Context: an optimization exercise on an open-source flow, tuned for small area and a short achievable clock period. The choices shown serve that exercise and are no tape-out recipe. Where RTL was checked, it was by simulation tests only, not by an equivalence proof against the original. Only the layout flow was run in runs 1, 6 and 8; the RTL was not checked for function there. Power and IR drop assume default switching activity.

==> design/flow/design.v <==
module dec_unit (
    input  wire         clk,
    input  wire         rst,       
    input  wire         trig,      
    input  wire [1:0]   op,        
    input  wire [127:0] a,
    input  wire [127:0] b,
    output reg  [127:0] r,         
    output wire         done,      
    output reg          cpl,       
    output reg          dov,       
    output reg          exc,       
    output wire [15:0]  detail     
);
    reg [127:0] a_q, b_q;          
    reg         chk_q;
    reg [4:0]   cnt;               
    reg         done_q;            
    reg         pre_q;             
    reg         wrn_q;             
    reg         sh_q, lg_q;        
    reg         es_q;              
    reg         na_q;              
    reg         c_q;               
    reg         g_q;               
    reg         z_q;               
    reg         fa_q;              
    reg         inv_q;             
    reg         bop_q;             
    reg [4:0]   bidx_q;            
    assign done   = done_q;
    assign detail = {4'd0, bidx_q, bop_q, 1'b1, 5'd0};
    wire first  = (cnt == 5'd1);
    wire over15 = |(a_q[127:64] | b_q[127:64]);
    wire over23 = |(a_q[127:96] | b_q[127:96]);
    wire p1     = first | (sh_q ? (cnt == 5'd2)
                                : ((cnt[4:2] == 3'd0) & (cnt[1:0] != 2'd0)) | (cnt == 5'd4));
    wire p2     = es_q & ~g_q & (sh_q ? ((cnt == 5'd3) | (cnt == 5'd4))
                                      : ((cnt[4:2] == 3'd1) & (cnt[1:0] != 2'd0)) | (cnt == 5'd8));
    wire half   = first ? ~over15 : (sh_q | (cnt > 5'd8));
    wire fseg   = first | (cnt[0] & (sh_q | cnt[3] | cnt[4] | ~cnt[1]));
    wire nin    = es_q & (p1 | p2);            
    reg [31:0] sl;
    reg [7:0]  bad_a, bad_b, nz;
    reg        c;
    reg [3:0]  x, y, o;
    reg [4:0]  t;
    reg        co, c0, c1;
    integer i;
    always @* begin
        c = first ? es_q : (fseg ? 1'b0 : c_q);
        for (i = 0; i < 8; i = i + 1) begin
            x = a_q[4*i +: 4];
            y = b_q[4*i +: 4];
            if (nin) y = {~(y[3] | y[2] | y[1]), y[2] ^ y[1], y[1], ~y[0]};
            t  = {1'b0, x} + {1'b0, y};
            c0 = t[4] | (t[3] & (t[2] | t[1]));           
            c1 = t[4] | (t[3] & (t[2] | t[1] | t[0]));    
            co = c ? c1 : c0;
            o  = t[3:0] + {1'b0, co, co, c};
            if (p2) o = {~(o[3] | o[2] | o[1]), o[2] ^ o[1], o[1], ~o[0]};
            sl[4*i +: 4] = o;
            bad_a[i] = a_q[4*i+3] & (a_q[4*i+2] | a_q[4*i+1]);
            bad_b[i] = b_q[4*i+3] & (b_q[4*i+2] | b_q[4*i+1]);
            nz[i]    = |o;
            if (i == 0 && fseg) begin
                sl[3:0]  = first ? b_q[3:0] : a_q[3:0];    
                bad_a[0] = ~chk_q & (a_q[3:0] < 4'hA);
                bad_b[0] = b_q[3:0] < 4'hA;
                nz[0]    = 1'b0;
            end else
                c = co;
        end
    end
    function [2:0] low8(input [7:0] v);
        integer j;
        begin
            low8 = 3'd0;
            for (j = 7; j >= 0; j = j - 1)
                if (v[j]) low8 = j[2:0];
        end
    endfunction
    wire [1:0] seg = cnt[1:0] - 2'd1;
    wire       neg_r   = es_q ? (g_q ? (na_q & ~z_q) : ~na_q)
                              : (na_q & ~(z_q & ~g_q));
    wire [3:0] sign_r  = chk_q ? a_q[3:0] : {3'b110, neg_r};
    wire       cdig    = sh_q & ~es_q & g_q;      
    wire       invalid = inv_q;
    wire       a_bad   = |bad_a;
    wire       b_bad   = |bad_b;
    wire       near    = lg_q ? (cnt == 5'd16) :
                         sh_q ? (cnt == 5'd4) : (cnt == 5'd10);
    wire       fin     = pre_q & ~trig;
    wire       r_wr    = ~(rst | wrn_q | trig);
    wire       r_hold  = ~rst & (wrn_q | trig);
    wire ld_a  = trig & ~op[1];
    wire t_h   = ~trig & half;                 
    wire t_f   = ~trig & ~half;                
    wire na_ld = (a[3:0] == 4'hB) || (a[3:0] == 4'hD);
    wire nb_ld = (b[3:0] == 4'hB) || (b[3:0] == 4'hD);
    always @(posedge clk) begin
        if (trig) begin
            chk_q <= op[1];
            na_q  <= na_ld;
            es_q  <= ~op[1] & (na_ld ^ nb_ld ^ op[0]);
        end
        a_q[31:0]   <= (a[31:0]   & {32{ld_a}}) | (a_q[63:32] & {32{~trig}});
        a_q[63:32]  <= (a[63:32]  & {32{ld_a}}) | (sl & {32{t_h}}) | (a_q[95:64] & {32{t_f}});
        a_q[95:64]  <= (a[95:64]  & {32{ld_a}}) | (a_q[127:96] & {32{~trig}});
        a_q[127:96] <= (a[127:96] & {32{ld_a}}) | (a_q[95:64] & {32{t_h}}) | (sl & {32{t_f}});
        b_q <= (b & {128{trig}}) | ({32'd0, b_q[127:32]} & {128{~trig}});
        if (first) begin
            sh_q <= ~over15;
            lg_q <= over23;
        end
        c_q <= c;
        if (p1) begin
            g_q  <= c;
            z_q  <= ~(|nz) & (first | z_q);
            fa_q <= a_bad | (fa_q & ~first);
            inv_q <= a_bad | b_bad | (inv_q & ~first);
            if (a_bad & (~fa_q | first)) begin
                bop_q  <= 1'b0;
                bidx_q <= {seg, low8(bad_a)};
            end else if (b_bad & (~inv_q | first)) begin
                bop_q  <= 1'b1;
                bidx_q <= {seg, low8(bad_b)};
            end
        end
        cnt    <= trig ? 5'd1 : cnt + 5'd1;
        dov    <= ~invalid & ~es_q & g_q & lg_q;
        exc    <= invalid;
        pre_q <= ~rst & ~trig & ~done_q & near;
        wrn_q <= ~(~rst & ~trig & ~done_q & near & ~inv_q);  
        r <= ({a_q[127:65], a_q[64] | cdig, a_q[63:4], sign_r} & {128{r_wr}})
           | (r & {128{r_hold}});
        if (rst) begin
            done_q <= 1'b1;
            cpl    <= 1'b0;
        end else begin
            done_q <= ~trig & (done_q | pre_q);
            cpl    <= fin;
        end
    end
endmodule
==> design/flow/flow/run.sh <==
#!/bin/bash
# Standard ORFS layout, with the port buffers made from the smallest buffer
# cell (every input and output port still gets its own buffer), a two-level
# buffer tree for the trigger input's high-fanout nets before repair_design,
# and a clock tree of larger sink clusters from small buffers, without dummy
# loads.
set -euo pipefail
export BUFFER_PORTS_ARGS="-buffer_cell sky130_fd_sc_hd__buf_1"
export PRE_RESIZE_TCL="$PWD/flow/pre_resize.tcl"
export CTS_ARGS="-sink_clustering_enable -repair_clock_nets -dont_use_dummy_load -sink_clustering_size 14 -sink_clustering_max_diameter 90 -buf_list {sky130_fd_sc_hd__clkbuf_4 sky130_fd_sc_hd__clkbuf_8}"
bash standard.sh > standard.log 2>&1
==> design/flow/flow/pre_resize.tcl <==
# Rebuild the buffering of the high-fanout nets in the trig input's cone: drop the
# buffers placement put on them, then split each net into groups of nearby
# loads, each driven by its own buffer at the group's centre, so that they
# get a shallow two-level tree instead of a chain. repair_design runs after.
set ::group_size 32
set ::buf_cell sky130_fd_sc_hd__buf_6
set ::dbu [[ord::get_db_tech] getDbUnitsPerMicron]

proc out_net {inst} {
  foreach it [$inst getITerms] { if {[$it isOutputSignal]} { return [$it getNet] } }
  return ""
}

# The placement buffers that hang off db net n.
proc place_bufs {n} {
  set bufs {}
  foreach it [$n getITerms] {
    if {[$it isOutputSignal]} { continue }
    set inst [$it getInst]
    if {[string match "sky130_fd_sc_hd__buf_*" [[$inst getMaster] getName]] && [string match "place*" [$inst getName]]} {
      lappend bufs [$inst getName]
    }
  }
  return $bufs
}

proc split_net {n} {
  global group_size buf_cell dbu
  set loads {}
  foreach it [$n getITerms] {
    if {[$it isOutputSignal]} { continue }
    set box [[$it getInst] getBBox]
    set pin [get_pins "[[$it getInst] getName]/[[$it getMTerm] getName]"]
    lappend loads [list [expr {([$box xMin] + [$box xMax]) / 2}] [expr {([$box yMin] + [$box yMax]) / 2}] $pin]
  }
  set cnt [llength $loads]
  if {$cnt <= $group_size} { return }
  set k [expr {int(ceil(double($cnt) / $group_size))}]
  set cols [expr {int(ceil(sqrt($k)))}]
  set per_col [expr {int(ceil(double($cnt) / $cols))}]
  set byx [lsort -integer -index 0 $loads]
  set made 0
  for {set c 0} {$c < $cols} {incr c} {
    set col [lrange $byx [expr {$c * $per_col}] [expr {($c + 1) * $per_col - 1}]]
    if {[llength $col] == 0} { continue }
    set rows [expr {int(ceil(double([llength $col]) / $group_size))}]
    set per_row [expr {int(ceil(double([llength $col]) / $rows))}]
    set byy [lsort -integer -index 1 $col]
    for {set r 0} {$r < $rows} {incr r} {
      set grp [lrange $byy [expr {$r * $per_row}] [expr {($r + 1) * $per_row - 1}]]
      if {[llength $grp] == 0} { continue }
      set sx 0; set sy 0; set pins {}
      foreach l $grp { incr sx [lindex $l 0]; incr sy [lindex $l 1]; lappend pins [lindex $l 2] }
      set cx [expr {double($sx) / [llength $grp] / $dbu}]
      set cy [expr {double($sy) / [llength $grp] / $dbu}]
      insert_buffer -buffer_cell $buf_cell -net [get_nets [$n getName]] -load_pins $pins -location [list $cx $cy]
      incr made
    }
  }
  puts "trig tree: [$n getName] $cnt loads -> $made buffers"
}

set inbuf ""
foreach it [[[[ord::get_db_block] findBTerm trig] getNet] getITerms] { set inbuf [$it getInst] }

# The nets in the fanout cone of trig, through up to four gates.
proc cone_nets {inbuf} {
  set tn [out_net $inbuf]
  set nets [list $tn]
  set front [list $tn]
  set seen [dict create [$tn getName] 1]
  for {set depth 0} {$depth < 4} {incr depth} {
    set next {}
    foreach n $front {
      foreach it [$n getITerms] {
        if {[$it isOutputSignal]} { continue }
        set inst [$it getInst]
        if {[string match "*df*" [[$inst getMaster] getName]]} { continue }
        set on [out_net $inst]
        if {$on eq "" || [dict exists $seen [$on getName]]} { continue }
        dict set seen [$on getName] 1
        lappend nets $on
        lappend next $on
      }
    }
    set front $next
  }
  return $nets
}

# Drop the placement buffers in the cone, walking it afresh after each net.
while 1 {
  set bufs {}
  foreach n [cone_nets $inbuf] {
    set bufs [place_bufs $n]
    if {[llength $bufs]} { break }
  }
  if {[llength $bufs] == 0} { break }
  remove_buffers [get_cells [lindex $bufs 0]]
}
foreach n [cone_nets $inbuf] {
  if {[llength [$n getITerms]] > $::group_size + 1} { split_net $n }
}
==> design/flow/standard.sh <==
#!/bin/bash
# synth_recipe.tcl (not shown) runs the flow's synth.tcl, then flattens the netlist and writes it again
# the make line also repeats each setting of config.mk as NAME=value (left out here)
make -C /OpenROAD-flow-scripts/flow DESIGN_CONFIG=/design/flow/config.mk WORK_HOME=/design/flow/orfs CLKGATE_MAP_FILE= SYNTH_SCRIPT=/design/flow/synth_recipe.tcl "${@:-finish}"
==> design/flow/config.mk <==
export PLATFORM = sky130hd
export DESIGN_NAME = dec_unit
export DESIGN_NICKNAME = dec_unit
export VERILOG_FILES = /design/flow/design.v
export SDC_FILE = /design/flow/constraint.sdc
export NUM_CORES = 4
export LEC_CHECK = 0
export CAP_MARGIN = 20
export CORE_MARGIN = 2
export CORE_UTILIZATION = 65
export SLEW_MARGIN = 60
==> design/flow/constraint.sdc <==
create_clock -name core_clock -period 70.0 [get_ports {clk}]
set_input_delay 14.0000 -clock core_clock [delete_from_list [all_inputs] [get_ports {clk}]]
set_output_delay 14.0000 -clock core_clock [all_outputs]
set_load 0.01 [all_outputs]
==> out/qor.yml, run 1 <==
grtUsageTotal_pct: 38.0
die_w_um: 166
numPortBuffers: 398
crit_family: "buffers and inverters"
clkLatencyLatePin_ps: 560
dr.pass1.iters: 5
slowest_stage: "nor2b_4"
die_area_mm2: 0.0277
layout_setup_ws_ps: 54730
path_class: "input pin to register"
path_max_fanout: 32
fillers: 1896
post-place-ws_ps: 54250
multi_input_area_mm2: 0.00805
clock_path_buffers: 3
remaining_drc_errors: 0
ys_seq_area_share_pct: 48.9
slew_violations: 0
grt_pass1_vias: 13585
wl_per_cell_um: 22.9
critPathRequiredTime_ps: 70490
clock-root-buffer: "clkbuf_8"
grt_max_degree: 44
ys_warn_count: 1
final-seq-area_mm2: 0.00838
vias: 14289
wirelength_um: 54700
crit_chain: "clkbuf_4, buf_6, nor2b_4, buf_6, nand2_1, o21ai_0"
syn_area_mm2: 0.0171
num_rows: 59
end_kind: "register"
async_flop_share_pct: 0
hold_path_class: "register to register"
synth.avg_cell_area_um2: 10.2
drive_gt1_share_pct: 9.38
ys.flop_type: "dfxtp_1"
initialDrtViolationCount: 1496
cts.reportedPaths.clkPinSlew_ps: 90
status: "timing/DRC/antenna clean"
synth.area.top_cells: "dfxtp_1 46%, mux2_2 7.0%, a22o_1 6.4%"
avgViaCountPerCell: 5.99
io_pins: 409
rsz0062_at_grt: "false"
max_stage_delay_ps: 420
synthCells: 1681
leakage_nw: 8.01
holdBufCountCts: 0
die_height_um: 166
finalNetCount: 2394
total_power_uw: 760
dp_hpwl_um: 42500
syn2layout_area_growth_pct: 13.9
core_region_area_mm2: 0.0260
min_period_ps: 15270
yosysTopAreaCell: "dfxtp_1"
start_util_pct: 66.0
post-route-period-util_pct: 21.8
setup_viol: 0
synth_cell_types: 62
start_kind: "input pin"
crit_top_cell: "buf_6"
worst_pin_slew_ps: 571
place_congestion: 0.948
ys_seq_elements: 411
yosysTopAreaCellShare_pct: 46.2
fmax_ghz: 0.0655
power.density_mw_per_mm2: 39.0
ant_nets: 0
synth_common_cells: "396 x dfxtp_1, 166 x nand2_1, 164 x o21ai_0, 126 x a22o_1, 106 x mux2_2"
synth.most_common_cell: "dfxtp_1"
fin_setup_tns_ps: 0
overflow: 0
skew_ps: 40.2
ctsResizeCount: 0
antenna_found_initial: 5
worstPathArrival_ps: 15760
cts_buffers: 35
hold_viol_final: 0
post-cts-setup-buffers: 0
grt_pass1_wl_um: 80200
critical_path_buf_inv_count: 3
htreeDepth: 2
cts_sinks: 411
tritoncts: "built"
slew_headroom_pct: 61.6
cap_violations: 0
synth_edf_count: 15
peakVddDrop_mv: 0.0265
[sequential cells by signal (all words and copies together) (netlist names), 5 cells and up]
signal and count:
cnt 5, a_q 128, b_q 128, r 128
bidx_q 5
[layout make-up]
cell class	count	share of cell area [%]
timing repair buffer	424	9.22
clock buffer	35	2.47
antenna	5	0.0641
inverter	102	1.97
multi-input combinational	1074	41.2
tap	335	2.15
sequential	411	42.9
[logic make-up (layout without fill, tap and decap cells)]
logic type | after synthesis | in the layout | synth area share (%)
XOR/XNOR | 61 | 61 | 3.12
AO/OA/AOI/OAI | 390 | 390 | 15.3
other | 2 | 15 | 0.0438
AND/OR/NAND/NOR | 358 | 358 | 10.2
multiplexers | 169 | 169 | 10.6
flip-flops | 411 | 411 | 48.9
buffers and inverters | 204 | 561 | 4.93
adder cells (fa/ha/maj) | 86 | 86 | 6.96
[metal layers]
layer | global-route usage [%] | up-vias | share of wire (%)
met3 | 5.98 | 158 | 8.7
met1 | 51.6 | 6731 | 41
met5 | 0 | - | 0
li1 | - | 6615 | -
met2 | 58.7 | 785 | 45
met4 | 20.2 | 0 | 6.2
[power by group]
| part | internal, mW | leakage, nW | switching [mW] | total [mW] |
|---|---|---|---|---|
| combinational | 0.124 | 4.34 | 0.214 | 0.338 |
| sequential | 0.270 | 3.41 | 0.0334 | 0.303 |
| clock | 0.0450 | 0.252 | 0.0739 | 0.119 |
| total | 0.439 | 8.01 | 0.321 | 0.760 |
[through the flow]
step	area (um^2)	hold WS (ps)	instances	util, %
4_1_cts	19500	454	2380	75.0
3_5_place_dp	19000	439	2345	73.2
2_1_floorplan	17200	405	1689	-
6_report	19500	455	2386	75.1
5_1_grt	19500	469	2384	75.1
3_3_place_gp	18700	429	2329	72.1
[worst paths after layout]
path,from,end,cells after the start,slack (ps)
worst max-delay path,trig,a_q[29],6,54730
worst min register to register,r[64],r[64],2,460
worst min-delay path,r[64],r[64],2,460
worst max register to register,cnt[0],z_q,27,62440
[cells in the final DEF, fill, tap and decap left out, drive strengths merged, types with 3 or more instances in the layout]
| cell | count |
|---|---|
| nand4 | 13 |
| o21a | 4 |
| xnor2 | 29 |
| a22o | 126 |
| edfxtp | 15 |
| o211ai | 5 |
| ha | 69 |
| diode | 5 |
| nand3 | 23 |
| nand2 | 166 |
| conb | 10 |
| a211oi | 4 |
| a21oi | 33 |
| and2 | 33 |
| nor2 | 31 |
| xor2 | 32 |
| clkbuf | 36 |
| fa | 16 |
| buf | 423 |
| o21ai | 166 |
| nand2b | 9 |
| mux2i | 63 |
| nor3 | 10 |
| dfxtp | 396 |
| a21o | 34 |
| mux2 | 106 |
| nor4 | 48 |
| and3 | 3 |
| nor3b | 3 |
| nor2b | 8 |
| inv | 101 |
[worst register-to-register path: stages (launching register included)]
cell and delay, ps:
dfxtp_1 620, inv_1 190, ha_1 240, or2_2 300, a311oi_1 290, o21a_1 180, buf_4 380, o21ai_2 140
buf_4 270, mux2_2 330, ha_1 330, and3_1 200, o21ai_0 370, o211ai_1 190, and4b_4 260, o2111a_1 250
nor2_2 300, a211o_1 240, nand2_1 90, o211ai_2 400, ha_1 310, a21o_1 160, a21oi_1 170, xor2_1 200
o21ai_1 160, nor4_1 410, nand3_1 220, nor3_1 190
==> run 2, diff against run 1 <==
--- a/design/flow/design.v
+++ b/design/flow/design.v
@@ -15,2 +15,4 @@
     reg [127:0] a_q, b_q;          
+    wire [127:0] at = a_q ^ {{32{1'b1}}, 32'd0, {32{1'b1}}, 32'd0};
+    wire [127:0] bt = b_q ^ {{32{1'b1}}, 32'd0, {32{1'b1}}, 32'd0};
     reg         chk_q;
@@ -33,4 +35,4 @@
     wire first  = (cnt == 5'd1);
-    wire over15 = |(a_q[127:64] | b_q[127:64]);
-    wire over23 = |(a_q[127:96] | b_q[127:96]);
+    wire over15 = |(at[127:64] | bt[127:64]);
+    wire over23 = |(at[127:96] | bt[127:96]);
     wire p1     = first | (sh_q ? (cnt == 5'd2)
@@ -52,4 +54,4 @@
         for (i = 0; i < 8; i = i + 1) begin
-            x = a_q[4*i +: 4];
-            y = b_q[4*i +: 4];
+            x = at[4*i +: 4];
+            y = bt[4*i +: 4];
             if (nin) y = {~(y[3] | y[2] | y[1]), y[2] ^ y[1], y[1], ~y[0]};
@@ -62,9 +64,9 @@
             sl[4*i +: 4] = o;
-            bad_a[i] = a_q[4*i+3] & (a_q[4*i+2] | a_q[4*i+1]);
-            bad_b[i] = b_q[4*i+3] & (b_q[4*i+2] | b_q[4*i+1]);
+            bad_a[i] = at[4*i+3] & (at[4*i+2] | at[4*i+1]);
+            bad_b[i] = bt[4*i+3] & (bt[4*i+2] | bt[4*i+1]);
             nz[i]    = |o;
             if (i == 0 && fseg) begin
-                sl[3:0]  = first ? b_q[3:0] : a_q[3:0];    
-                bad_a[0] = ~chk_q & (a_q[3:0] < 4'hA);
-                bad_b[0] = b_q[3:0] < 4'hA;
+                sl[3:0]  = first ? bt[3:0] : at[3:0];      
+                bad_a[0] = ~chk_q & (at[3:0] < 4'hA);
+                bad_b[0] = bt[3:0] < 4'hA;
                 nz[0]    = 1'b0;
@@ -85,3 +87,3 @@
                               : (na_q & ~(z_q & ~g_q));
-    wire [3:0] sign_r  = chk_q ? a_q[3:0] : {3'b110, neg_r};
+    wire [3:0] sign_r  = chk_q ? at[3:0] : {3'b110, neg_r};
     wire       cdig    = sh_q & ~es_q & g_q;      
@@ -106,7 +108,8 @@
         end
-        a_q[31:0]   <= (a[31:0]   & {32{ld_a}}) | (a_q[63:32] & {32{~trig}});
-        a_q[63:32]  <= (a[63:32]  & {32{ld_a}}) | (sl & {32{t_h}}) | (a_q[95:64] & {32{t_f}});
-        a_q[95:64]  <= (a[95:64]  & {32{ld_a}}) | (a_q[127:96] & {32{~trig}});
-        a_q[127:96] <= (a[127:96] & {32{ld_a}}) | (a_q[95:64] & {32{t_h}}) | (sl & {32{t_f}});
-        b_q <= (b & {128{trig}}) | ({32'd0, b_q[127:32]} & {128{~trig}});
+        a_q[31:0]   <=   (a[31:0]   & {32{ld_a}}) | (at[63:32] & {32{~trig}});
+        a_q[63:32]  <= ~((a[63:32]  & {32{ld_a}}) | (sl & {32{t_h}}) | (at[95:64] & {32{t_f}}));
+        a_q[95:64]  <=   (a[95:64]  & {32{ld_a}}) | (at[127:96] & {32{~trig}});
+        a_q[127:96] <= ~((a[127:96] & {32{ld_a}}) | (at[95:64] & {32{t_h}}) | (sl & {32{t_f}}));
+        b_q <= ((b & {128{trig}}) | ({32'd0, bt[127:32]} & {128{~trig}}))
+             ^ {{32{1'b1}}, 32'd0, {32{1'b1}}, 32'd0};
         if (first) begin
@@ -134,3 +137,3 @@
         wrn_q <= ~(~rst & ~trig & ~done_q & near & ~inv_q);  
-        r <= ({a_q[127:65], a_q[64] | cdig, a_q[63:4], sign_r} & {128{r_wr}})
+        r <= ({at[127:65], at[64] | cdig, at[63:4], sign_r} & {128{r_wr}})
            | (r & {128{r_hold}});
--- a/design/flow/flow/run.sh
+++ b/design/flow/flow/run.sh
@@ -9,3 +9,3 @@
 export PRE_RESIZE_TCL="$PWD/flow/pre_resize.tcl"
-export CTS_ARGS="-sink_clustering_enable -repair_clock_nets -dont_use_dummy_load -sink_clustering_size 14 -sink_clustering_max_diameter 90 -buf_list {sky130_fd_sc_hd__clkbuf_4 sky130_fd_sc_hd__clkbuf_8}"
+export CTS_ARGS="-sink_clustering_enable -repair_clock_nets -dont_use_dummy_load -sink_clustering_size 12 -sink_clustering_max_diameter 80 -buf_list {sky130_fd_sc_hd__clkbuf_4 sky130_fd_sc_hd__clkbuf_8}"
 bash standard.sh > standard.log 2>&1
==> out/qor.yml, run 2 <==
clock_power_share_pct: 17.1
busiest_layer: "met2"
drive_gt1_share_pct: 5.05
vias: 14507
syn2layout_area_growth_pct: 14.7
fillers: 1898
final_common_cell: "buf_1"
clock_path_buffers: 3
clock-root-buffer: "clkbuf_8"
critPathRequiredTime_ps: 70460
worstPathArrival_ps: 15760
crit_top_cell: "buf_6"
tritoncts: "built"
skew_ps: 49.2
synthCells: 1752
start_kind: "input pin"
worst_pin_slew_ps: 587
met1_usage_pct: 52.4
crit_chain: "clkbuf_4, buf_6, inv_1, nor2_4, buf_6, nand2_1, o21ai_0"
syn_area_mm2: 0.0167
antenna_found_initial: 2
power.density_mw_per_mm2: 38.9
io_pins: 409
most-common-layout-cells: "397 x buf_1, 396 x dfxtp_1, 266 x nand2_1"
finalNetCount: 2468
post-route-period-util_pct: 21.9
ctsResizeCount: 0
met2_usage_pct: 62.1
start_util_pct: 66.3
holdBufCountCts: 0
post-cts-setup-buffers: 0
reg2regPathDepth: 26
fmax_ghz: 0.0654
wirelength_um: 52800
wl_per_cell_um: 21.6
initialDrtViolationCount: 1486
slowest_stage: "clkbuf_4"
overflow: 0
r2r_start: "cnt[0]"
ys_seq_area_share_pct: 50.2
place_congestion: 0.952
switching_share_pct: 40.6
cap_violations: 0
cts.reportedPaths.clkPinSlew_ps: 80
crit_end: "a_q[31]"
ys_seq_elements: 411
num_rows: 58
hold_path_class: "register to register"
final_core_util_pct: 76.0
grt_pass1_wl_um: 77700
clkLatencyLatePin_ps: 570
synth_edf_count: 15
synth.area.top_cells: "dfxtp_1 48%, o21ai_0 6.9%, nand2_1 6.0%"
numPortBuffers: 398
grt_max_degree: 41
min_period_ps: 15300
die_w_um: 164
top_regs: "a_q (128), b_q (128), r (128)"
path_max_fanout: 32
async_flop_share_pct: 0
core_region_area_mm2: 0.0252
die_height_um: 164
cts_buffers: 40
p_int_uw: 442
yosysTopAreaCell: "dfxtp_1"
synth.most_common_cell: "dfxtp_1"
synth.avg_cell_area_um2: 9.52
max_stage_delay_ps: 400
peakVddDrop_mv: 0.0267
dr.pass1.iters: 8
yosysTopAreaCellShare_pct: 47.5
die_area_mm2: 0.0270
synth_common_cells: "396 x dfxtp_1, 266 x nand2_1, 231 x o21ai_0, 95 x a21oi_1, 95 x mux2i_1"
ys.flop_type: "dfxtp_1"
hold_start: "b_q[33]"
cts_sinks: 411
ys_warn_count: 1
ant_nets: 0
end_kind: "register"
grt_pass1_vias: 13459
setup_viol: 0
reg2reg_to: "z_q"
hold_viol_final: 0
grtUsageTotal_pct: 38.6
slew_violations: 0
dp_cells: 2410
critPathLaunch: "trig"
synth_cell_types: 68
avgViaCountPerCell: 5.92
dp_hpwl_um: 41600
met3_usage_pct: 5.81
power_frac_comb_pct: 42.1
rsz0062_at_grt: "false"
p_switching_uw: 302
regToRegSetupSlack_ps: 62300
remaining_drc_errors: 0
fin_setup_tns_ps: 0
path_class: "input pin to register"
leakage_nw: 7.95
slew_headroom_pct: 60.5
postPlaceCellArea_mm2: 0.0186
fin_cells: 2451
htreeDepth: 2
seq_power_share_pct: 40.8
final_area_mm2: 0.0191
status: "timing/DRC/antenna clean"
==> run 2: cell count changes in the layout (fill, tap and decap cells not counted), sizes merged, moves of 32 or more <==
cell	before	now
a21oi	33	95
a22o	126	58
and2	33	1
inv	101	39
mux2	106	11
mux2i	63	95
nand2	166	267
nor2	31	91
o21ai	166	235
==> run 2: cell families (layout without fill, tap and decap cells) <==
family / after synthesis / after routing / share of synthesized area, %
AO/OA/AOI/OAI: 454 / 454 / 16.2
XOR/XNOR: 61 / 61 / 3.20
adder cells (fa/ha/maj): 86 / 86 / 7.15
buffers and inverters: 147 / 507 / 3.75
flip-flops: 411 / 411 / 50.2
multiplexers: 106 / 106 / 6.46
other: 2 / 11 / 0.0450
AND/OR/NAND/NOR: 485 / 485 / 13.0
==> run 2: how the worst min path moves through the flow <==
stage | cells past startpoint | to | slack [ps]
detailed placement | 1 | b_q[16] | 390
finish | 1 | b_q[1] | 400
global placement | 1 | b_q[16] | 400
CTS | 1 | b_q[1] | 410
floorplan | 1 | b_q[0] | 390
global route | 1 | b_q[49] | 440
==> run 2: layer usage <==
layer / routed length (um) / share of wire [%] / vias to the layer above
li1: - / - / 6788
met5: 13 / 0.025 / -
met4: 2210 / 4.2 / 2
met3: 5110 / 9.7 / 123
met2: 24300 / 46 / 790
met1: 21200 / 40 / 6804
==> run 2: critical path, delay by kind of cell <==
kind / cells / cell delay (ps)
buf+inv: 4 / 1190
simple gates: 2 / 460
compound gates: 1 / 80
==> run 2: through the flow <==
step / hold slack, ps / total power, mW / setup WS, ps
detailed placement: 394 / 0.609 / 54230
CTS: 408 / 0.734 / 54790
global route: 438 / 0.783 / 54700
floorplan: 388 / 0.510 / 54720
finish: 405 / 0.744 / 54700
global placement: 395 / 0.598 / 53180
==> run 2: layout make-up <==
type	count	area, um^2	area share [%]
Antenna cell	1	2.50	0.0131
Sequential cell	411	8380	43.8
Clock buffer	40	551	2.88
Multi-Input combinational cell	1202	7790	40.7
Inverter	39	146	0.765
Timing Repair Buffer	428	1850	9.66
Tap cell	330	413	2.16
==> run 2: power groups by stage <==
stage          clock, mW  sequential, mW  combinational [mW]
3_5_place_dp           0           0.307               0.302
5_1_grt            0.136           0.306               0.342
3_3_place_gp           0           0.306               0.291
6_report           0.127           0.303               0.313
2_1_floorplan          0           0.290               0.220
4_1_cts            0.127           0.302               0.305
==> run 3, diff against run 2 <==
--- a/design/flow/flow/run.sh
+++ b/design/flow/flow/run.sh
@@ -9,3 +9,3 @@
 export PRE_RESIZE_TCL="$PWD/flow/pre_resize.tcl"
-export CTS_ARGS="-sink_clustering_enable -repair_clock_nets -dont_use_dummy_load -sink_clustering_size 12 -sink_clustering_max_diameter 80 -buf_list {sky130_fd_sc_hd__clkbuf_4 sky130_fd_sc_hd__clkbuf_8}"
+export CTS_ARGS="-sink_clustering_enable -repair_clock_nets -dont_use_dummy_load -sink_clustering_size 14 -sink_clustering_max_diameter 90 -buf_list {sky130_fd_sc_hd__clkbuf_4 sky130_fd_sc_hd__clkbuf_8}"
 bash standard.sh > standard.log 2>&1
--- a/design/flow/flow/pre_resize.tcl
+++ b/design/flow/flow/pre_resize.tcl
@@ -4,4 +4,4 @@
 # get a shallow two-level tree instead of a chain. repair_design runs after.
-set ::group_size 32
-set ::buf_cell sky130_fd_sc_hd__buf_6
+set ::group_size 24
+set ::buf_cell sky130_fd_sc_hd__buf_4
 set ::dbu [[ord::get_db_tech] getDbUnitsPerMicron]
==> out/qor.yml, run 3 <==
clock_path_buffers: 3
yosysTopAreaCellShare_pct: 47.5
path_class: "input pin to register"
ys.flop_type: "dfxtp_1"
die_w_um: 164
synth_edf_count: 15
dp_hpwl_um: 42200
synth.most_common_cell: "dfxtp_1"
skew_ps: 55.7
setup_viol: 0
slew_violations: 0
worstPathArrival_ps: 15930
p_switching_uw: 301
cap_violations: 0
synth_cell_types: 68
dr.pass1.iters: 6
clkLatencyLatePin_ps: 560
whs_ps: 397
final-seq-area_mm2: 0.00838
p_int_uw: 435
fillers: 1912
ys_seq_area_share_pct: 50.2
post-route-period-util_pct: 22.1
start_util_pct: 66.3
clock_power_share_pct: 16.1
die_area_mm2: 0.0270
ctsResizeCount: 0
die_height_um: 164
grt_pass1_wl_um: 78300
fin_setup_tns_ps: 0
num_rows: 58
initialDrtViolationCount: 1695
htreeDepth: 2
overflow: 0
power_frac_comb_pct: 42.7
grt_pass1_vias: 13524
io_pins: 409
multi_input_area_mm2: 0.00778
cts.reportedPaths.clkPinSlew_ps: 90
end_kind: "register"
vias: 14587
switching_share_pct: 40.9
most-common-layout-cells: "397 x buf_1, 396 x dfxtp_1, 266 x nand2_1"
critPathLaunch: "trig"
post-cts-setup-buffers: 0
power.density_mw_per_mm2: 38.7
slew_headroom_pct: 57.4
top_regs: "a_q (128), b_q (128), r (128)"
critPathRequiredTime_ps: 70450
numPortBuffers: 398
syn_area_mm2: 0.0167
place_congestion: 0.952
holdBufCountCts: 0
hold_start: "b_q[127]"
status: "timing/DRC/antenna clean"
core_region_area_mm2: 0.0252
wirelength_um: 53300
r2r_start: "cnt[0]"
hold_viol_final: 0
worst_pin_slew_ps: 634
ys_seq_elements: 411
cts_sinks: 411
seq_power_share_pct: 41.2
ant_nets: 0
final_common_cell: "buf_1"
synthCells: 1752
start_kind: "input pin"
synth.area.top_cells: "dfxtp_1 48%, o21ai_0 6.9%, nand2_1 6.0%"
final_area_mm2: 0.0190
cts_buffers: 35
postPlaceCellArea_mm2: 0.0186
layout_setup_ws_ps: 54520
drive_gt1_share_pct: 5.27
wl_per_cell_um: 21.7
grtUsageTotal_pct: 38.9
synth_common_cells: "396 x dfxtp_1, 266 x nand2_1, 231 x o21ai_0, 95 x a21oi_1, 95 x mux2i_1"
min_period_ps: 15480
hold_path_class: "register to register"
leakage_nw: 7.93
async_flop_share_pct: 0
yosysTopAreaCell: "dfxtp_1"
syn2layout_area_growth_pct: 14.1
synth.avg_cell_area_um2: 9.52
antenna_found_initial: 3
fmax_ghz: 0.0646
tritoncts: "built"
grt_max_degree: 41
peakVddDrop_mv: 0.0264
finalNetCount: 2474
post-place-ws_ps: 54080
avgViaCountPerCell: 5.94
clock-root-buffer: "clkbuf_8"
rsz0062_at_grt: "false"
remaining_drc_errors: 0
ys_warn_count: 1
total_power_uw: 737
path_max_fanout: 22
-- run 3: cell counts after synthesis --
Identical to the previous run, type by type.
-- run 3: kinds of logic after synthesis --
family | after synthesis | share of synthesized area (%)
other | 2 | 0.0450
and+or+nand+nor | 485 | 13.0
muxes | 106 | 6.46
buffers and inverters | 147 | 3.75
xor gates and xnor gates | 61 | 3.20
AOI/OAI and AO/OA | 454 | 16.2
adders and majority gates | 86 | 7.15
DFF | 411 | 50.2
-- run 3: final cells by class --
cell class              count  area share (%)
diodes                      1          0.0131
clock buffers              35            2.53
inverters                  39           0.769
multi-input cells        1202            40.9
flip-flops and latches    411            44.0
well taps                 330            2.17
repair buffers            439            9.63
-- run 3: power by group through the flow --
| stage | Sequential [mW] | Combinational [mW] | Clock [mW] |
|---|---|---|---|
| final | 0.304 | 0.314 | 0.119 |
| after global routing | 0.306 | 0.344 | 0.127 |
| after CTS | 0.302 | 0.307 | 0.119 |
| after detailed placement | 0.307 | 0.304 | 0 |
| after global placement | 0.306 | 0.291 | 0 |
| after floorplan | 0.290 | 0.220 | 0 |
-- run 3: path summary, 6_finish.rpt --
path / end / slack, ps / depth (start not counted)
max: r[59] / 54520 / 7
min reg2reg: b_q[95] / 400 / 1
max reg2reg: z_q / 62380 / 26
min: b_q[95] / 400 / 1
-- run 3: worst max-delay path, stage by stage --
cell,delay [ps]
clkbuf_4,380
buf_4,340
nor2_1,110
nor2_4,450
buf_4,430
nand2_1,80
o21ai_0,90
-- run 3: routing by layer --
metal	global-route usage, %	up-vias	wire, um
met1	52.5	6790	21600
met3	6.34	147	4990
li1	-	6803	-
met2	62.2	845	24300
met4	16.3	2	2400
met5	0	-	15
-- run 3: through the flow --
stage / instances / utilization, %
2_1_floorplan: 1760 / -
3_3_place_gp: 2390 / 72.6
3_5_place_dp: 2421 / 73.7
4_1_cts: 2456 / 75.6
5_1_grt: 2456 / 75.6
6_report: 2457 / 75.6
==> run 4, diff against run 3 <==
--- a/design/flow/flow/pre_resize.tcl
+++ b/design/flow/flow/pre_resize.tcl
@@ -4,4 +4,4 @@
 # get a shallow two-level tree instead of a chain. repair_design runs after.
-set ::group_size 24
-set ::buf_cell sky130_fd_sc_hd__buf_4
+set ::group_size 32
+set ::buf_cell sky130_fd_sc_hd__buf_6
 set ::dbu [[ord::get_db_tech] getDbUnitsPerMicron]
--- a/design/flow/config.mk
+++ b/design/flow/config.mk
@@ -9,3 +9,3 @@
 export CORE_MARGIN = 2
-export CORE_UTILIZATION = 65
+export CORE_UTILIZATION = 70
 export SLEW_MARGIN = 60
==> out/qor.yml, run 4 <==
finalNetCount: 2463
critical_path_buf_inv_count: 4
grt_pass1_vias: 13593
layout_setup_ws_ps: 54690
slew_headroom_pct: 60.5
skew_ps: 43.9
die_area_mm2: 0.0251
post-cts-setup-buffers: 0
vias: 14685
status: "timing/DRC/antenna clean"
core_region_area_mm2: 0.0234
postPlaceCellArea_mm2: 0.0185
cap_violations: 0
cts.reportedPaths.clkPinSlew_ps: 90
max_stage_delay_ps: 400
slew_violations: 0
initialDrtViolationCount: 1578
dr.pass1.iters: 7
synth.area.top_cells: "dfxtp_1 48%, o21ai_0 6.9%, nand2_1 6.0%"
crit_chain: "clkbuf_4, buf_6, inv_1, nor2_4, buf_6, nand2_1, o21ai_0"
path_class: "input pin to register"
synth.avg_cell_area_um2: 9.52
remaining_drc_errors: 0
antenna_found_initial: 3
cts_sinks: 411
ys_seq_area_share_pct: 50.2
top_regs: "a_q (128), b_q (128), r (128)"
die_w_um: 158
ys_seq_elements: 411
post-route-period-util_pct: 21.9
clock-root-buffer: "clkbuf_8"
synth_cell_types: 68
crit_family: "buffers and inverters"
synth_edf_count: 15
clock_path_buffers: 3
syn2layout_area_growth_pct: 14.2
post-place-ws_ps: 54240
wirelength_um: 52500
min_period_ps: 15310
end_kind: "register"
htreeDepth: 2
final_common_cell: "buf_1"
ys.flop_type: "dfxtp_1"
start_kind: "input pin"
hold_path_class: "register to register"
yosysTopAreaCellShare_pct: 47.5
crit_top_cell: "buf_6"
synthCells: 1752
critPathRequiredTime_ps: 70430
worstPathArrival_ps: 15740
most-common-layout-cells: "397 x buf_1, 396 x dfxtp_1, 266 x nand2_1"
grtUsageTotal_pct: 40.9
setup_viol: 0
leakage_nw: 7.90
overflow: 0
avgViaCountPerCell: 6.02
drive_gt1_share_pct: 4.78
path_max_fanout: 32
fmax_ghz: 0.0653
power.density_mw_per_mm2: 38.7
dp_hpwl_um: 40900
io_pins: 409
worst_pin_slew_ps: 590
place_congestion: 0.979
fin_setup_tns_ps: 0
rsz0062_at_grt: "false"
ys_warn_count: 1
slowest_stage: "clkbuf_4"
ant_nets: 0
clkLatencyLatePin_ps: 570
synth.most_common_cell: "dfxtp_1"
cts_buffers: 35
wl_per_cell_um: 21.5
yosysTopAreaCell: "dfxtp_1"
grt_max_degree: 67
start_util_pct: 71.3
numPortBuffers: 398
ctsResizeCount: 0
async_flop_share_pct: 0
tritoncts: "built"
synth_common_cells: "396 x dfxtp_1, 266 x nand2_1, 231 x o21ai_0, 95 x a21oi_1, 95 x mux2i_1"
hold_viol_final: 0
holdBufCountCts: 0
peakVddDrop_mv: 0.0225
syn_area_mm2: 0.0167
final_area_mm2: 0.0190
whs_ps: 379
num_rows: 56
regToRegSetupSlack_ps: 62180
grt_pass1_wl_um: 76700
die_height_um: 158
[run 4: cell counts after synthesis]
Identical to the previous run, type by type.
[run 4: stage by stage]
stage	cells	utilization (%)	total power, mW
finish	2439	81.4	0.737
global route	2435	81.3	0.774
CTS	2433	81.2	0.724
detailed placement	2398	79.1	0.609
global placement	2380	78.1	0.597
floorplan	1760	-	0.510
[run 4: worst paths after layout]
kind	from	end	cells after the start
min	b_q[121]	b_q[89]	1
max reg2reg	cnt[0]	z_q	26
max	trig	a_q[29]	7
min reg2reg	b_q[121]	b_q[89]	1
[run 4: logic make-up after synthesis]
logic type,after synthesis,share of synthesized area (%)
adder cells (fa/ha/maj),86,7.15
XOR/XNOR,61,3.20
other,2,0.0450
AND/OR/NAND/NOR,485,13.0
flip-flops,411,50.2
multiplexers,106,6.46
buffers and inverters,147,3.75
AO/OA/AOI/OAI,454,16.2
[run 4: worst register-to-register path: cells and delay by family, from the launching register on]
| family | cells | cell delay (ps) |
|---|---|---|
| DFF | 1 | 580 |
| xor gates and xnor gates | 2 | 370 |
| buffers and inverters | 2 | 490 |
| adders and majority gates | 5 | 1780 |
| and+or+nand+nor | 9 | 1930 |
| AOI/OAI and AO/OA | 8 | 2480 |
[run 4: cell type report]
cell class,count,area (um^2)
diodes,5,12.5
clock buffers,35,482
fillers,1600,4360
inverters,39,146
multi-input cells,1202,7780
flip-flops and latches,411,8380
well taps,319,399
repair buffers,428,1850
[run 4: layer usage]
metal,wire (um),track usage [%]
met3,5520,8.36
met1,20500,53.9
met5,13,0
met4,2840,20.2
met2,23700,64.4
[run 4: power by group]
part | internal (mW) | switching [mW] | leakage, nW | total, mW
clock network | 0.0450 | 0.0729 | 0.252 | 0.118
registers | 0.270 | 0.0332 | 3.42 | 0.303
logic | 0.121 | 0.195 | 4.24 | 0.316
==> run 5, diff against run 4 <==
--- a/design/flow/config.mk
+++ b/design/flow/config.mk
@@ -9,3 +9,3 @@
 export CORE_MARGIN = 2
-export CORE_UTILIZATION = 70
+export CORE_UTILIZATION = 65
 export SLEW_MARGIN = 60
==> out/qor.yml, run 5 <==
crit_family: "buffers and inverters"
hold_viol_final: 0
post-place-ws_ps: 54230
path_max_fanout: 32
num_rows: 58
power_frac_comb_pct: 42.5
switching_share_pct: 40.7
wl_met3_um: 5170
end_kind: "register"
met1Wirelength_um: 21300
clock_path_buffers: 3
hold_path_class: "register to register"
ant_nets: 0
path_class: "input pin to register"
ys_seq_elements: 411
grt_pass1_wl_um: 77600
vias: 14499
grt_pass1_vias: 13436
min_period_ps: 15280
clkLatencyLatePin_ps: 570
rsz0062_at_grt: "false"
synthCells: 1752
slew_headroom_pct: 55.7
holdBufCountCts: 0
ctsResizeCount: 0
worstPathArrival_ps: 15730
skew_ps: 59.1
fillers: 1906
antenna_found_initial: 2
p_switching_uw: 300
cts.reportedPaths.clkPinSlew_ps: 80
wl_per_cell_um: 21.5
die_area_mm2: 0.0270
setup_viol: 0
grtUsageTotal_pct: 38.5
max_stage_delay_ps: 380
die_height_um: 164
final-seq-area_mm2: 0.00838
power.density_mw_per_mm2: 38.6
top_regs: "a_q (128), b_q (128), r (128)"
fmax_ghz: 0.0655
wl_met2_um: 24200
grt_max_degree: 41
yosysTopAreaCell: "dfxtp_1"
cts_sinks: 411
async_flop_share_pct: 0
ys.flop_type: "dfxtp_1"
start_kind: "input pin"
fin_setup_tns_ps: 0
leakage_nw: 7.92
post-route-period-util_pct: 21.8
crit_chain: "clkbuf_4, buf_6, inv_1, nor2_4, buf_6, nand2_1, o21ai_0"
worst_pin_slew_ps: 658
avgViaCountPerCell: 5.93
dp_hpwl_um: 41600
die_w_um: 164
multi_input_area_mm2: 0.00779
top_layer_used: "met5"
finalNetCount: 2463
cts_buffers: 35
htreeDepth: 2
overflow: 0
wirelength_um: 52700
remaining_drc_errors: 0
io_pins: 409
synth.area.top_cells: "dfxtp_1 48%, o21ai_0 6.9%, nand2_1 6.0%"
tritoncts: "built"
synth_edf_count: 15
final_common_cell: "buf_1"
clock-root-buffer: "clkbuf_8"
layout_setup_ws_ps: 54720
numPortBuffers: 398
ys_warn_count: 1
crit_top_cell: "buf_6"
slowest_stage: "clkbuf_4"
clock_power_share_pct: 16.3
syn2layout_area_growth_pct: 14.3
seq_power_share_pct: 41.3
drive_gt1_share_pct: 4.82
synth_cell_types: 68
synth_common_cells: "396 x dfxtp_1, 266 x nand2_1, 231 x o21ai_0, 95 x a21oi_1, 95 x mux2i_1"
ys_seq_area_share_pct: 50.2
place_congestion: 0.952
critPathRequiredTime_ps: 70460
dr.pass1.iters: 5
peakVddDrop_mv: 0.0264
cap_violations: 0
worstHoldPathCells: 1
start_util_pct: 66.3
reg2regPathDepth: 26
status: "timing/DRC/antenna clean"
post-cts-setup-buffers: 0
crit_cells: 7
synth.most_common_cell: "dfxtp_1"
slew_violations: 0
syn_area_mm2: 0.0167
most-common-layout-cells: "397 x buf_1, 396 x dfxtp_1, 266 x nand2_1"
synth.avg_cell_area_um2: 9.52
initialDrtViolationCount: 1566
yosysTopAreaCellShare_pct: 47.5
core_region_area_mm2: 0.0252
critical_path_buf_inv_count: 4
p_int_uw: 436
==> run 5: cell type report <==
cell class / instances / share of cell area (%)
inverters: 39 / 0.768
clock buffers: 35 / 2.53
multi-input cells: 1202 / 40.9
flip-flops and latches: 411 / 44.0
repair buffers: 428 / 9.69
diodes: 1 / 0.0131
well taps: 330 / 2.17
==> run 5: power groups by stage <==
stage | clock (mW) | sequential, mW | combinational (mW)
after global placement | 0 | 0.306 | 0.291
after global routing | 0.128 | 0.306 | 0.342
after detailed placement | 0 | 0.307 | 0.302
after CTS | 0.119 | 0.302 | 0.305
final | 0.120 | 0.303 | 0.312
after floorplan | 0 | 0.290 | 0.220
==> run 5: path summary, 6_finish.rpt <==
| kind | start | end | slack (ps) |
|---|---|---|---|
| setup / recovery | trig | a_q[25] | 54720 |
| hold / removal | b_q[122] | b_q[90] | 380 |
| setup reg to reg | cnt[0] | z_q | 62260 |
| hold reg to reg | b_q[122] | b_q[90] | 380 |
==> run 5: logic make-up (layout without fill, tap and decap cells) <==
| logic type | Yosys count | in the layout | share of synthesized area [%] |
|---|---|---|---|
| AND/OR/NAND/NOR | 485 | 485 | 13.0 |
| AO/OA/AOI/OAI | 454 | 454 | 16.2 |
| flip-flops | 411 | 411 | 50.2 |
| buffers and inverters | 147 | 502 | 3.75 |
| multiplexers | 106 | 106 | 6.46 |
| adder cells (fa/ha/maj) | 86 | 86 | 7.15 |
| XOR/XNOR | 61 | 61 | 3.20 |
| other | 2 | 11 | 0.0450 |
==> run 5: stage by stage <==
step           area [um^2]  utilization [%]  power (mW)  hold WS (ps)  cells
5_1_grt              19100             75.7       0.775           402   2445
6_report             19100             75.7       0.735           384   2446
2_1_floorplan        16700                -       0.510           388   1760
3_5_place_dp         18600             73.7       0.609           394   2410
3_3_place_gp         18300             72.6       0.598           395   2390
4_1_cts              19100             75.7       0.726           386   2445
==> run 5: worst reg2reg max path, cell delays in order, from the launching register on <==
cell and delay [ps]:
dfxtp_1 590, inv_1 170, ha_1 220, or2_2 310
a311oi_1 390, o21a_2 540, o21ai_4 250, xnor2_1 250
ha_1 210, inv_1 60, fa_1 390, xnor2_1 170
a311o_1 330, o211ai_2 180, and4b_1 270, o2111a_1 260
nor2_4 90, a211o_1 330, nand3_1 100, nand2_1 140
ha_1 260, fa_1 650, nor4_1 460, o211ai_1 170
nor3_1 310, nand3_1 130, nor3_1 310
==> run 5: metal layers <==
layer | track usage, % | vias to the layer above
met4 | 14.9 | 2
met5 | 0 | -
met1 | 53.1 | 6799
met2 | 61.7 | 779
met3 | 5.13 | 125
li1 | - | 6794
==> run 6, diff against run 5 <==
--- a/design/flow/design.v
+++ b/design/flow/design.v
@@ -57,2 +57,8 @@
             if (nin) y = {~(y[3] | y[2] | y[1]), y[2] ^ y[1], y[1], ~y[0]};
+            if (i < 3) begin
+                t  = {1'b0, x} + {1'b0, y} + {4'd0, c};
+                co = t[4] | (t[3] & (t[2] | t[1]));
+                o  = t[3:0] + {1'b0, co, co, 1'b0};
+                c0 = 1'b0; c1 = 1'b0;
+            end else begin
             t  = {1'b0, x} + {1'b0, y};
@@ -62,2 +68,3 @@
             o  = t[3:0] + {1'b0, co, co, c};
+            end
             if (p2) o = {~(o[3] | o[2] | o[1]), o[2] ^ o[1], o[1], ~o[0]};
==> out/qor.yml, run 6 <==
final_common_cell: "buf_1"
ctsResizeCount: 0
yosysTopAreaCellShare_pct: 48.4
fmax_ghz: 0.0650
crit_top_cell: "buf_6"
cts_sinks: 411
path_max_fanout: 32
antenna_found_initial: 1
max_stage_delay_ps: 380
remaining_drc_errors: 0
synth.avg_cell_area_um2: 9.47
crit_chain: "clkbuf_4, buf_6, inv_2, nor2_4, buf_6, a32o_1, a21oi_1"
ys_warn_count: 1
hold_path_class: "register to register"
io_pins: 409
final_core_util_pct: 75.0
cap_violations: 0
total_power_uw: 702
synth.area.top_cells: "dfxtp_1 48%, nand2_1 6.9%, o21ai_0 6.8%"
clock-root-buffer: "clkbuf_8"
dp_hpwl_um: 40700
holdBufCountCts: 0
synthCells: 1729
avgViaCountPerCell: 5.93
syn_area_mm2: 0.0164
top_regs: "a_q (128), b_q (128), r (128)"
grt_pass1_vias: 13608
synth_cell_types: 67
fin_setup_tns_ps: 0
cts_buffers: 35
core_region_area_mm2: 0.0250
htreeDepth: 2
grt_pass1_wl_um: 77500
wirelength_um: 52600
synth_common_cells: "396 x dfxtp_1, 302 x nand2_1, 221 x o21ai_0, 104 x a21oi_1, 73 x clkbuf_1"
path_class: "input pin to register"
grt_max_degree: 59
start_util_pct: 65.6
final_area_mm2: 0.0187
most-common-layout-cells: "397 x buf_1, 396 x dfxtp_1, 302 x nand2_1"
setup_viol: 0
die_area_mm2: 0.0265
post-cts-setup-buffers: 0
die_w_um: 163
skew_ps: 47.9
dr.pass1.iters: 5
grtUsageTotal_pct: 39.0
clock_path_buffers: 3
yosysTopAreaCell: "dfxtp_1"
cts.reportedPaths.clkPinSlew_ps: 90
status: "timing/DRC/antenna clean"
slew_violations: 0
vias: 14339
clkLatencyLatePin_ps: 580
hold_viol_final: 0
drive_gt1_share_pct: 5.03
ys.flop_type: "dfxtp_1"
critPathRequiredTime_ps: 70450
postPlaceCellArea_mm2: 0.0182
synth.most_common_cell: "dfxtp_1"
post-route-period-util_pct: 22.0
slew_headroom_pct: 58.5
end_kind: "register"
ant_nets: 0
ys_seq_elements: 411
worst_pin_slew_ps: 617
rsz0062_at_grt: "false"
numPortBuffers: 398
async_flop_share_pct: 0
tritoncts: "built"
peakVddDrop_mv: 0.0235
start_kind: "input pin"
initialDrtViolationCount: 1543
syn2layout_area_growth_pct: 14.3
slowest_stage: "nor2_4"
finalNetCount: 2429
num_rows: 58
place_congestion: 0.948
min_period_ps: 15390
synth_edf_count: 15
wl_per_cell_um: 21.7
power.density_mw_per_mm2: 37.5
leakage_nw: 7.54
ys_seq_area_share_pct: 51.1
worstPathArrival_ps: 15850
die_height_um: 163
overflow: 0
## run 6: area by class of cell
type,count,area [um^2]
flip-flops and latches,411,8380
multi-input cells,1187,7500
fillers,1933,6240
repair buffers,430,1850
clock buffers,35,482
well taps,330,413
inverters,25,93.8
diodes,1,2.50
## run 6: power by group
group / internal (mW) / switching, mW / total (mW)
combinational: 0.108 / 0.177 / 0.285
clock: 0.0450 / 0.0736 / 0.119
sequential: 0.267 / 0.0315 / 0.299
total: 0.420 / 0.282 / 0.702
## run 6: kinds of logic after synthesis
group	synth area share [%]
AOI/OAI and AO/OA	17.8
xor gates and xnor gates	3.26
adders and majority gates	6.83
buffers and inverters	3.75
DFF	51.1
muxes	3.76
other	0.0459
and+or+nand+nor	13.4
## run 6: routing by layer
metal | vias to the layer above | share of wire (%) | global-route usage, %
met4 | 0 | 5.6 | 20.9
met5 | - | 0 | 0
li1 | 6724 | - | -
met2 | 840 | 45 | 61.0
met3 | 157 | 10 | 8.68
met1 | 6618 | 39 | 50.7
## run 6: final timing paths
kind | start | end | slack (ps) | cells past startpoint
setup reg to reg | cnt[0] | z_q | 59230 | 36
hold reg to reg | b_q[38] | b_q[6] | 410 | 1
hold / removal | b_q[38] | b_q[6] | 410 | 1
setup / recovery | trig | a_q[35] | 54610 | 7
## run 6: through the flow
stage               worst slack (ps)  hold WS, ps  cells
CTS                            54700          402   2417
global route                   54590          430   2419
finish                         54610          409   2419
global placement               52950          394   2360
detailed placement             54090          395   2382
floorplan                      54700          385   1737
## run 6: critical path, delay by kind of cell
family / cells / cell delay [ps]
buf+inv: 4 / 1210
simple gates: 1 / 380
compound gates: 2 / 230
==> run 7, diff against run 6 <==
--- a/design/flow/design.v
+++ b/design/flow/design.v
@@ -61,9 +61,10 @@
                 o  = t[3:0] + {1'b0, co, co, 1'b0};
-                c0 = 1'b0; c1 = 1'b0;
+                c0 = 1'b0;
+                c1 = 1'b0;
             end else begin
-            t  = {1'b0, x} + {1'b0, y};
-            c0 = t[4] | (t[3] & (t[2] | t[1]));           
-            c1 = t[4] | (t[3] & (t[2] | t[1] | t[0]));    
-            co = c ? c1 : c0;
-            o  = t[3:0] + {1'b0, co, co, c};
+                t  = {1'b0, x} + {1'b0, y};
+                c0 = t[4] | (t[3] & (t[2] | t[1]));
+                c1 = t[4] | (t[3] & (t[2] | t[1] | t[0]));
+                co = c ? c1 : c0;
+                o  = t[3:0] + {1'b0, co, co, c};
             end
@@ -129,3 +130,3 @@
             z_q  <= ~(|nz) & (first | z_q);
-            fa_q <= a_bad | (fa_q & ~first);
+            fa_q  <= a_bad | (fa_q & ~first);
             inv_q <= a_bad | b_bad | (inv_q & ~first);
==> out/qor.yml, run 7 <==
end_kind: "register"
ys.flop_type: "dfxtp_1"
wl_per_cell_um: 21.7
path_max_fanout: 32
syn_area_mm2: 0.0164
grt_max_degree: 59
yosysTopAreaCellShare_pct: 48.4
reg2regPathDepth: 36
clkLatencyLatePin_ps: 580
post-route-period-util_pct: 22.0
rsz0062_at_grt: "false"
postPlaceCellArea_mm2: 0.0182
post-place-ws_ps: 54090
synth.most_common_cell: "dfxtp_1"
die_w_um: 163
power.density_mw_per_mm2: 37.5
ys_seq_elements: 411
tritoncts: "built"
avgViaCountPerCell: 5.93
top_regs: "a_q (128), b_q (128), r (128)"
clock-root-buffer: "clkbuf_8"
setup_viol: 0
hold_path_class: "register to register"
antenna_found_initial: 1
final_area_mm2: 0.0187
hold_viol_final: 0
clock_path_buffers: 3
slew_headroom_pct: 58.5
dp_hpwl_um: 40700
critPathLaunch: "trig"
grtUsageTotal_pct: 39.0
syn2layout_area_growth_pct: 14.3
io_pins: 409
vias: 14339
final_common_cell: "buf_1"
most-common-layout-cells: "397 x buf_1, 396 x dfxtp_1, 302 x nand2_1"
dr.pass1.iters: 5
wirelength_um: 52600
grt_pass1_vias: 13608
worstHoldPathCells: 1
synth.avg_cell_area_um2: 9.47
r2r_start: "cnt[0]"
leakage_nw: 7.54
num_rows: 58
total_power_uw: 702
fin_setup_tns_ps: 0
die_area_mm2: 0.0265
remaining_drc_errors: 0
peakVddDrop_mv: 0.0235
reg2reg_to: "z_q"
ys_warn_count: 1
start_kind: "input pin"
finalNetCount: 2429
htreeDepth: 2
core_region_area_mm2: 0.0250
slew_violations: 0
start_util_pct: 65.6
yosysTopAreaCell: "dfxtp_1"
synthCells: 1729
path_class: "input pin to register"
crit_end: "a_q[35]"
numPortBuffers: 398
cts_buffers: 35
synth_common_cells: "396 x dfxtp_1, 302 x nand2_1, 221 x o21ai_0, 104 x a21oi_1, 73 x clkbuf_1"
status: "timing/DRC/antenna clean"
layout_setup_ws_ps: 54610
skew_ps: 47.9
die_height_um: 163
synth_edf_count: 15
synth.area.top_cells: "dfxtp_1 48%, nand2_1 6.9%, o21ai_0 6.8%"
grt_pass1_wl_um: 77500
initialDrtViolationCount: 1543
fmax_ghz: 0.0650
worst_pin_slew_ps: 617
cts.reportedPaths.clkPinSlew_ps: 90
holdBufCountCts: 0
async_flop_share_pct: 0
overflow: 0
min_period_ps: 15390
drive_gt1_share_pct: 5.03
ctsResizeCount: 0
post-cts-setup-buffers: 0
synth_cell_types: 67
worstPathArrival_ps: 15850
ant_nets: 0
ys_seq_area_share_pct: 51.1
cap_violations: 0
critPathRequiredTime_ps: 70450
cts_sinks: 411
whs_ps: 409
regToRegSetupSlack_ps: 59230
place_congestion: 0.948
## run 7: worst min-delay path by stage
stage | start | end | slack (ps)
after floorplan | inv_q | exc | 390
after global placement | b_q[49] | b_q[17] | 390
after detailed placement | b_q[38] | b_q[6] | 400
after CTS | b_q[99] | b_q[67] | 400
after global routing | b_q[50] | b_q[18] | 430
final | b_q[38] | b_q[6] | 410
## run 7: layout make-up
class,count,area (um^2)
multi-input cells,1187,7500
fillers,1933,6240
well taps,330,413
clock buffers,35,482
diodes,1,2.50
repair buffers,430,1850
flip-flops and latches,411,8380
inverters,25,93.8
## run 7: worst max-delay path: stages
cell	delay, ps
clkbuf_4	360
buf_6	280
inv_2	240
nor2_4	380
buf_6	330
a32o_1	180
a21oi_1	50
## run 7: through the flow
stage               utilization (%)  cells
floorplan                         -   1737
global placement               71.8   2360
detailed placement             73.0   2382
CTS                            74.9   2417
global route                   75.0   2419
finish                         75.0   2419
## run 7: cells by family (layout without fill, tap and decap cells)
group / count (synthesis) / in the layout / synth area share, %
xor+xnor: 61 / 61 / 3.26
other cells: 2 / 11 / 0.0459
fa+ha+maj: 78 / 78 / 6.83
flops: 411 / 411 / 51.1
compound gates: 481 / 481 / 17.8
mux: 58 / 58 / 3.76
simple gates: 499 / 499 / 13.4
buf+inv: 139 / 490 / 3.75
## run 7: metal layers
| layer | wire length (um) | track usage (%) |
|---|---|---|
| met2 | 23800 | 61.0 |
| met5 | 0 | 0 |
| met1 | 20400 | 50.7 |
| met3 | 5390 | 8.68 |
| met4 | 2950 | 20.9 |
## run 7: power breakdown
group	switching (mW)	internal (mW)	total, mW	leakage, nW
clock network	0.0736	0.0450	0.119	0.252
registers	0.0315	0.267	0.299	3.42
logic	0.177	0.108	0.285	3.87
==> run 8, diff against run 7 <==
--- a/design/flow/design.v
+++ b/design/flow/design.v
@@ -106,4 +106,2 @@
     wire ld_a  = trig & ~op[1];
-    wire t_h   = ~trig & half;                 
-    wire t_f   = ~trig & ~half;                
     wire na_ld = (a[3:0] == 4'hB) || (a[3:0] == 4'hD);
@@ -117,5 +115,5 @@
         a_q[31:0]   <=   (a[31:0]   & {32{ld_a}}) | (at[63:32] & {32{~trig}});
-        a_q[63:32]  <= ~((a[63:32]  & {32{ld_a}}) | (sl & {32{t_h}}) | (at[95:64] & {32{t_f}}));
+        a_q[63:32]  <= ~((a[63:32]  & {32{ld_a}}) | ((half ? sl : at[95:64]) & {32{~trig}}));
         a_q[95:64]  <=   (a[95:64]  & {32{ld_a}}) | (at[127:96] & {32{~trig}});
-        a_q[127:96] <= ~((a[127:96] & {32{ld_a}}) | (at[95:64] & {32{t_h}}) | (sl & {32{t_f}}));
+        a_q[127:96] <= ~((a[127:96] & {32{ld_a}}) | ((half ? at[95:64] : sl) & {32{~trig}}));
         b_q <= ((b & {128{trig}}) | ({32'd0, bt[127:32]} & {128{~trig}}))
==> out/qor.yml, run 8 <==
crit_family: "buffers and inverters"
final_common_cell: "buf_1"
start_kind: "input pin"
yosysTopAreaCellShare_pct: 48.2
setup_viol: 0
post-place-ws_ps: 54110
numPortBuffers: 398
crit_top_cell: "buf_6"
ys_seq_area_share_pct: 51.0
ant_nets: 0
synth_common_cells: "396 x dfxtp_1, 258 x nand2_1, 227 x o21ai_0, 92 x a21oi_1, 75 x clkbuf_1"
critical_path_buf_inv_count: 4
remaining_drc_errors: 0
ctsResizeCount: 0
start_util_pct: 65.6
cap_violations: 0
peakVddDrop_mv: 0.0217
power.density_mw_per_mm2: 38.9
place_congestion: 0.952
dr.pass1.iters: 6
cts.reportedPaths.clkPinSlew_ps: 100
synth.avg_cell_area_um2: 9.64
synth.most_common_cell: "dfxtp_1"
worstPathArrival_ps: 15870
grtUsageTotal_pct: 38.9
rsz0062_at_grt: "false"
clkLatencyLatePin_ps: 580
path_class: "input pin to register"
max_stage_delay_ps: 370
initialDrtViolationCount: 1577
clock_path_buffers: 3
crit_chain: "clkbuf_4, buf_6, inv_1, nor2_4, buf_6, nand2_1, o21ai_0"
multi_input_area_mm2: 0.00754
wirelength_um: 52800
syn_area_mm2: 0.0164
top_regs: "a_q (128), b_q (128), r (128)"
async_flop_share_pct: 0
grt_max_degree: 72
hold_path_class: "register to register"
path_max_fanout: 32
status: "timing/DRC/antenna clean"
end_kind: "register"
dp_hpwl_um: 41300
leakage_nw: 7.66
die_w_um: 163
synth_edf_count: 15
slew_violations: 0
worst_pin_slew_ps: 637
die_area_mm2: 0.0266
grt_pass1_wl_um: 77500
layout_setup_ws_ps: 54560
htreeDepth: 2
post-route-period-util_pct: 22.1
drive_gt1_share_pct: 5.47
skew_ps: 50.7
vias: 14316
antenna_found_initial: 1
final-seq-area_mm2: 0.00838
core_region_area_mm2: 0.0250
hold_viol_final: 0
cts_buffers: 35
die_height_um: 163
fmax_ghz: 0.0647
slew_headroom_pct: 57.2
io_pins: 409
avgViaCountPerCell: 5.97
fin_setup_tns_ps: 0
finalNetCount: 2407
tritoncts: "built"
min_period_ps: 15450
ys.flop_type: "dfxtp_1"
clock-root-buffer: "clkbuf_8"
ys_seq_elements: 411
wl_per_cell_um: 22.0
synth_cell_types: 62
post-cts-setup-buffers: 0
grt_pass1_vias: 13520
synth.area.top_cells: "dfxtp_1 48%, o21ai_0 6.9%, nand2_1 5.9%"
yosysTopAreaCell: "dfxtp_1"
fin_cells: 2397
syn2layout_area_growth_pct: 14.1
cts_sinks: 411
most-common-layout-cells: "397 x buf_1, 396 x dfxtp_1, 258 x nand2_1"
slowest_stage: "clkbuf_4"
fillers: 1958
synthCells: 1705
num_rows: 58
holdBufCountCts: 0
critPathRequiredTime_ps: 70430
dp_cells: 2361
ys_warn_count: 1
overflow: 0
==> run 8: cell count changes after synthesis, moves of 6 or more <==
cell	before	now
a21oi_1	104	92
o211a_1	7	0
mux2i_1	39	73
nor3_1	19	7
buf_1	12	6
nand2_1	302	258
nor2_1	63	74
buf_6	1	7
mux2_2	13	19
o21ai_0	221	227
==> run 8: worst paths after layout <==
check,from,to,slack (ps),depth (start not counted)
hold / removal,b_q[42],b_q[10],410,1
setup reg to reg,cnt[0],z_q,59070,37
hold reg to reg,b_q[42],b_q[10],410,1
setup / recovery,trig,a_q[31],54560,7
==> run 8: power breakdown <==
| group | switching (mW) | internal (mW) |
|---|---|---|
| logic | 0.190 | 0.119 |
| clock network | 0.0742 | 0.0450 |
| registers | 0.0326 | 0.269 |
==> run 8: kinds of logic (layout without fill, tap and decap cells) <==
group | after synthesis | after routing | synth area share (%)
and+or+nand+nor | 458 | 458 | 12.4
adders and majority gates | 79 | 79 | 6.87
other | 2 | 11 | 0.0457
buffers and inverters | 139 | 492 | 3.87
DFF | 411 | 411 | 51.0
AOI/OAI and AO/OA | 462 | 462 | 16.8
xor gates and xnor gates | 62 | 62 | 3.30
muxes | 92 | 92 | 5.75
==> run 8: through the flow <==
| step | utilization (%) | area, um^2 | hold WS (ps) | power (mW) |
|---|---|---|---|---|
| 5_1_grt | 74.9 | 18800 | 429 | 0.766 |
| 3_5_place_dp | 72.9 | 18200 | 399 | 0.597 |
| 4_1_cts | 74.8 | 18700 | 411 | 0.714 |
| 6_report | 74.9 | 18800 | 409 | 0.729 |
| 3_3_place_gp | 71.8 | 18000 | 397 | 0.587 |
| 2_1_floorplan | - | 16500 | 385 | 0.496 |
==> run 8: layout make-up <==
class                   instances  area share [%]
flip-flops and latches        411            44.7
multi-input cells            1163            40.2
repair buffers                429            9.78
clock buffers                  35            2.57
well taps                     330            2.20
inverters                      28           0.560
diodes                          1          0.0133
==> run 8: routing by layer <==
layer | vias to the layer above | part of all wire (%) | global-route usage [%]
met5 | - | 0 | 0
met4 | 0 | 5.2 | 18.1
met3 | 165 | 9.1 | 6.40
met2 | 824 | 47 | 63.7
met1 | 6687 | 39 | 50.6
li1 | 6640 | - | -

[what the ideal ports hide]
How much do the figures lean on ideal ports? The routed layouts below were timed once more, with nothing changed but the port constraints. Step 1 (the two cells are an assumption about what drives the block):
set clk [get_ports {clk}]
set_driving_cell -lib_cell sky130_fd_sc_hd__clkbuf_16 $clk
set_driving_cell -lib_cell sky130_fd_sc_hd__buf_2 [delete_from_list [all_inputs] $clk]
Step 2, shift: input delay + t, output delay - t, t = (earliest + latest rising clock arrival at the registers) / 2. This alone moves slack from input paths to output paths. Slacks: ideal ports / drivers / drivers and shift; pairs: ideal ports / drivers.
run	shift t [ns]	setup WS [ns]	worst setup path at the end	latest minus earliest clock arrival (ns)
run 1	0.588	54.727 / 54.745 / 54.157	input to register	0.041 / 0.040
run 2	0.597	54.702 / 54.722 / 54.125	input to register	0.051 / 0.051
run 3	0.576	54.524 / 54.532 / 53.956	input to register	0.057 / 0.057
run 4	0.587	54.690 / 54.706 / 54.120	input to register	0.044 / 0.045
run 5	0.586	54.724 / 54.744 / 54.159	input to register	0.059 / 0.059
run 6	0.599	54.606 / 54.628 / 54.029	input to register	0.049 / 0.049
run 7	0.599	54.606 / 54.628 / 54.029	input to register	0.049 / 0.049
run 8	0.597	54.555 / 54.575 / 53.978	input to register	0.051 / 0.050
After both steps setup and hold are still met in every run listed.
